From an optimization exercise on the open Yosys and OpenROAD flow, aimed at small area, a short achievable clock period and few clock cycles per item; shortcuts taken in it are not production practice.
Function was checked by simulation only, so behaviour that the tests miss may differ from the original.

## flow/design.v (module list and top-level ports; edited modules follow where they fit)
// module jet_sample: 30845 lines
module jet_sample (
    input  wire        clk,
    input  wire        rst,
    input  wire        in_valid,
    output wire        in_ready,
    input  wire [39:0] tap0,
    input  wire [39:0] tap1,
    input  wire [39:0] tap2,
    input  wire [39:0] tap3,
    input  wire [7:0]  fx,
    input  wire [7:0]  fy,
    input  wire [3:0]  outside,       
    input  wire        edge_clamp,    
    input  wire [1:0]  matrix,        
    input  wire        range_full,    
    input  wire [1:0]  alpha_mode,    
    input  wire        occ_opaque,    
    input  wire [10:0] plane_alpha,   
    output reg         out_valid,
    output reg  [9:0]  r_code,
    output reg  [9:0]  g_code,
    output reg  [9:0]  b_code,
    output reg  [19:0] alpha_p        
);
  // ...
==> flow/flow/run.sh <==
#!/bin/bash
# Layout flow: the standard layout (standard.sh) with these changes.
#  - Yosys's synth runs with -noabc, so full adders are extracted from the
#    RTL's own adder structure before any ABC pass (fewer inverters); the
#    registers and the rest of synthesis are as in the standard flow.
#  - repair_timing aims for 21 ns of setup slack on the design's 28 ns
#    clock, i.e. it works on every path longer than 7 ns.
#  - every input and output port still gets its own buffer, but a
#    sky130_fd_sc_hd__buf_1 instead of a delay buffer; repair resizes the
#    ones on critical paths.
# The clock period, SDC and every other setting are the design's.
set -euo pipefail
bash standard.sh SYNTH_ARGS=-noabc SETUP_SLACK_MARGIN=21 \
  "BUFFER_PORTS_ARGS=-buffer_cell sky130_fd_sc_hd__buf_1" finish > standard.log 2>&1
==> flow/standard.sh <==
#!/bin/bash
# synth_recipe.tcl (not shown) runs the flow's synth.tcl, then flattens the netlist and writes it again
# the make line also repeats each setting of config.mk as NAME=value (left out here)
make -C /OpenROAD-flow-scripts/flow DESIGN_CONFIG=/design/flow/config.mk WORK_HOME=/design/flow/orfs CLKGATE_MAP_FILE= SYNTH_SCRIPT=/design/flow/synth_recipe.tcl "${@:-finish}"
==> flow/config.mk <==
export PLATFORM = sky130hd
export DESIGN_NAME = jet_sample
export DESIGN_NICKNAME = jet_sample
export VERILOG_FILES = /design/flow/design.v
export SDC_FILE = /design/flow/constraint.sdc
export NUM_CORES = 4
export LEC_CHECK = 0
export CAP_MARGIN = 20
export CORE_MARGIN = 2
export CORE_UTILIZATION = 45
export SLEW_MARGIN = 20
==> flow/constraint.sdc <==
create_clock -name core_clock -period 28.0 [get_ports {clk}]
set_input_delay 5.6000 -clock core_clock [delete_from_list [all_inputs] [get_ports {clk}]]
set_output_delay 5.6000 -clock core_clock [all_outputs]
set_load 0.01 [all_outputs]
==> run notes, run 1 <==
clock-cell share of area 0.0278; post-route insts no fill about 13,000; Slew Limit Headroom 0.310; overall routed net length between 300 and 400 mm; CTS buffer count 92; global-route track usage on met2 0.425; met1 GRT Util 0.369; fraction of registers with async set/reset 0; PostCTS Resize Cnt around 320; pin count of the biggest net entering global routing 66; CP Max Fanout 6; Iter 0 DRT Violations 7,140; Inst Count DP 12,779; Hold/Removal Path Class reg -> reg; core area 220,000 sq um; DRC Markers 0; status timing/DRC/antenna clean; sequential area share after synthesis 0.146; Reg clk slew, reported paths roughly 0.070 ns; initial antenna violation count 13; area-dominant cell class after layout multi-input gates; post-layout min period 7.14 ns; postcts setup bufs 65; Vias/cell around 5.8; Slew @ Worst Pin around 1.0 ns; Worst path slowest cell fa_1; Port Buffers 251; metal2 WL around 140 mm; Cell Area, Placed between 100,000 and 150,000 sq um; Top Metal Used met5; sequential share of cell area 0.132; Hold Path Depth 0; routability congestion estimate slightly above 0.9; DIE WIDTH about 470 um; Antenna Cells 4
Testbench counts, summed over its fixed seeds: cycles 16,040, samples 16,000.
==> run 2: changes to the inputs <==
--- a/flow/flow/run.sh
+++ b/flow/flow/run.sh
@@ -9,6 +9,9 @@
 #    sky130_fd_sc_hd__buf_1 instead of a delay buffer; repair resizes the
 #    ones on critical paths.
+#  - pin placement constraints (flow/io.tcl): inputs on the left edge,
+#    outputs on the right edge, clock in the middle of the bottom edge.
 # The clock period, SDC and every other setting are the design's.
 set -euo pipefail
 bash standard.sh SYNTH_ARGS=-noabc SETUP_SLACK_MARGIN=21 \
-  "BUFFER_PORTS_ARGS=-buffer_cell sky130_fd_sc_hd__buf_1" finish > standard.log 2>&1
+  "BUFFER_PORTS_ARGS=-buffer_cell sky130_fd_sc_hd__buf_1" \
+  "IO_CONSTRAINTS=$PWD/flow/io.tcl" finish > standard.log 2>&1
==> flow/flow/io.tcl (new file) <==
# Pin placement: the design is a pipeline, so its data inputs go on the left
# edge and its outputs on the right edge, with the clock in the middle of the
# bottom edge, where the clock tree can reach every register in fewer steps.
set data_in {}
set data_out {}
foreach p [get_ports *] {
  set n [get_name $p]
  if { $n == "clk" } { continue }
  if { [get_property $p direction] == "input" } {
    lappend data_in $n
  } else {
    lappend data_out $n
  }
}
set_io_pin_constraint -pin_names {clk} -region bottom:230-245
set_io_pin_constraint -pin_names $data_in -region left:*
set_io_pin_constraint -pin_names $data_out -region right:*
--- a/flow/config.mk
+++ b/flow/config.mk
@@ -6,6 +6,7 @@
 export NUM_CORES = 4
 export LEC_CHECK = 0
+export ABC_AREA = 1
 export CAP_MARGIN = 20
 export CORE_MARGIN = 2
-export CORE_UTILIZATION = 45
+export CORE_UTILIZATION = 50
 export SLEW_MARGIN = 20
==> run 2 against run 1 <==
Compared with the run above: global-route usage rose by 4.6 points; routed wire length rose by 4.2%; highest routed layer is now met4.
==> run notes, run 2 <==
Iter 0 DRT Violations 7,525 (+5.4%); Via Count just under 80,000; die area approximately 200,000 sq um; Slew Limit Headroom 0.235 (-0.0756); starting density of the core 0.502; DP HPWL 255 mm; Synth Warn # 1; post-layout min period 6.96 ns (-0.179 ns); Worst Setup End Kind output port; DIE WIDTH 451 um (-4.8%); RSZ-0062 raised after global routing false; top-count cell post-synth xor2_1; pin count of the biggest net entering global routing 136 (+110%); most common cell after layout, fill and taps aside xor2_1; Net count, final ~14,000; sequential area share after synthesis 0.145 (-0.000737); Fmax between 100 and 150 MHz; CTS buffer count 85 (-7.6%); Worst path slowest cell dfxtp_4; Hold/Removal Path Class reg -> reg; core area 199,000 sq um (-9.3%); Crit path buffers/inverters 1; DR WL/cell ~24 um; Syn Nets between 10,000 and 15,000; critical path type reg -> out; Largest register FFs 54; Hold Path Depth 0 (unchanged); first-pass GRT wire length around 500 mm; R2R Path Start dg_3[33]; CTS tree done; Syn Inst Count approximately 11,000; commonest cells after routing, fill and taps aside xor2_1 (1,648), fa_1 (1,618), nand2_1 (1,320), inv_1 (1,319), o22ai_1 (1,044); Reg clk slew, reported paths 0.07 ns (about the same); Setup Skew approximately 0.038 ns; mapped cell area between 100,000 and 150,000 sq um; CP max stage delay ~0.48 ns; Worst Setup SP out_valid; CTS Hold Bufs 0; final setup margin 21.04 ns; Placement Setup Slack 19.71 ns; reg2reg path depth 21; H-Tree Depth 3; Crit path max-delay family flip-flops; area leader, netlist fa_1; Worst setup SP type flip-flop; Longest Clk Path Bufs 3; status timing/DRC/antenna clean; crit-path cells buf_6; DRC Markers 0 (unchanged); Final period util 0.249; count of different cell masters after synthesis 64; routability congestion estimate 1.01 (+9.8%); drt pass-1 iters 6; layout cell share with drive strength beyond 1 0.0514; top cells by count, synth xor2_1 (1,656), fa_1 (1,630), inv_1 (1,327); biggest regs dg_3 (54), py_3 (41); initial antenna violation count 10 (-3); Clock Sinks between 700 and 800; row cnt 164; overall routed net length 332 mm (+4.2%); worst skew pair latency roughly 0.73 ns; synth top area cells fa_1 (33%), xor2_1 (14%), dfxtp_1 (14%); RR Endpoint g_code[3]; register bit total from synthesis 724; ys flop type dfxtp_1; Top Ports roughly 250; Vias/cell 5.78 (-0.48%); min-delay src crb[4]; Mapped Avg Cell Area between 9 and 10 sq um; final setup violation count 0; Setup TNS Final 0 ns; grt ovf 0; reg2reg setup slack roughly 21 ns; Root Buffer Master clkbuf_16; Fill cells ~18,000; fraction of registers with async set/reset 0 (unchanged); maxcap violations 0; Hold EP crb_3[4]; Worst EP required 22.40 ns; Port Buffers 251 (unchanged); Hold Vio Cnt, Final 0; Final Max Slew Viols 0; worst path arrival time 1.36 ns; Die H 451 um; Biggest register dg_3; Synth top area share 0.326; Slew @ Worst Pin 1.14 ns (+0.119 ns); vias in the first global route 80,627; CP Max Fanout 1 (-5); Area Growth Syn to Fin 6.88%; Post-synth EDFFs 0; antenna-violating nets left 0; total track usage 0.322
run 2: cell types whose count changed after synthesis, moves of 526 or more:
cell | before | now
a22oi_1 | 781 | 1
inv_1 | 801 | 1327
nand2_1 | 749 | 1320
o22ai_1 | 98 | 1045
xnor2_1 | 1220 | 70
xor2_1 | 524 | 1656
run 2: layout make-up:
cell class              count  area, sq um  share of cell area
repair buffers            439         2550              0.0239
well taps                2656         3320              0.0311
clock inverters            48          622             0.00581
flip-flops and latches    724        14600               0.136
diodes                      3         7.51           0.0000702
clock buffers             109         2380              0.0222
repair inverters            1         7.51           0.0000702
multi-input cells        8249        78200               0.731
inverters                1407         5360              0.0501
run 2: worst max-delay path by stage:
stage	cells past startpoint	end	slack (ns)
finish	1	out_valid	21.04
global placement	23	g_code[2]	19.60
CTS	1	out_valid	21.00
global route	32	top_y[17]	20.95
detailed placement	23	g_code[2]	19.71
floorplan	23	g_code[3]	21.31
run 2: cells by family after synthesis:
group	after synthesis	synth area share
and+or+nand+nor	2267	0.0940
AOI/OAI and AO/OA	1841	0.109
other	1	0.0000375
DFF	724	0.145
buffers and inverters	2035	0.0771
adders and majority gates	2405	0.423
muxes	6	0.000625
xor gates and xnor gates	1729	0.152
run 2: repair_timing:
| action | 4_1_cts | 5_1_grt |
|---|---|---|
| gates resized for setup | 43 | 106 |
| pin swaps | 0 | 14 |
| buffers inserted | 4 | 26 |
| endpoints found under the setup margin | 33 | 43 |
| cloned | 1 | 2 |
run 2: per-stage QoR:
| stage | cells | utilization | hold slack [ns] | instance area (sq um) |
|---|---|---|---|---|
| 3_5_place_dp | 13442 | 0.517 | 0.312 | 103000 |
| 6_report | 13636 | 0.536 | 0.317 | 107000 |
| 5_1_grt | 13634 | 0.536 | 0.329 | 107000 |
| 3_3_place_gp | 13441 | 0.517 | 0.311 | 103000 |
| 4_1_cts | 13604 | 0.533 | 0.318 | 106000 |
| 2_1_floorplan | 11008 | - | 0.310 | 100000 |
run 2: layer usage:
layer	vias to the layer above	track usage	routed length, um	share of wire
met1	38820	0.434	138000	0.42
li1	35248	-	-	-
met5	-	0.000466	0	0
met2	3929	0.497	145000	0.44
met3	831	0.0552	26900	0.081
met4	0	0.170	21400	0.064

what the ideal ports hide:
In the flow no input, the clock included, has a driving cell. The finished layouts below were timed again as built, in two steps.
Step 1 assumes that a clkbuf_16 drives the clock port and a buf_2 every other input.
Step 2 moves the port delays by t, midway between the first and last clock arrival at a register: inputs arrive t later, outputs are due t later. That takes back most of the time a late clock gives input paths.
Three values: no drivers, after step 1, after step 2; two values: the first two.
run | t (ns) | setup slack, ns | worst data-port slew with drivers (ns)
run 1 | 0.824 | 20.860 / 20.860 / 20.860 | 0.09
run 2 | 0.784 | 21.039 / 20.973 / 21.161 | 0.06
After both steps setup and hold are still met in every run listed.
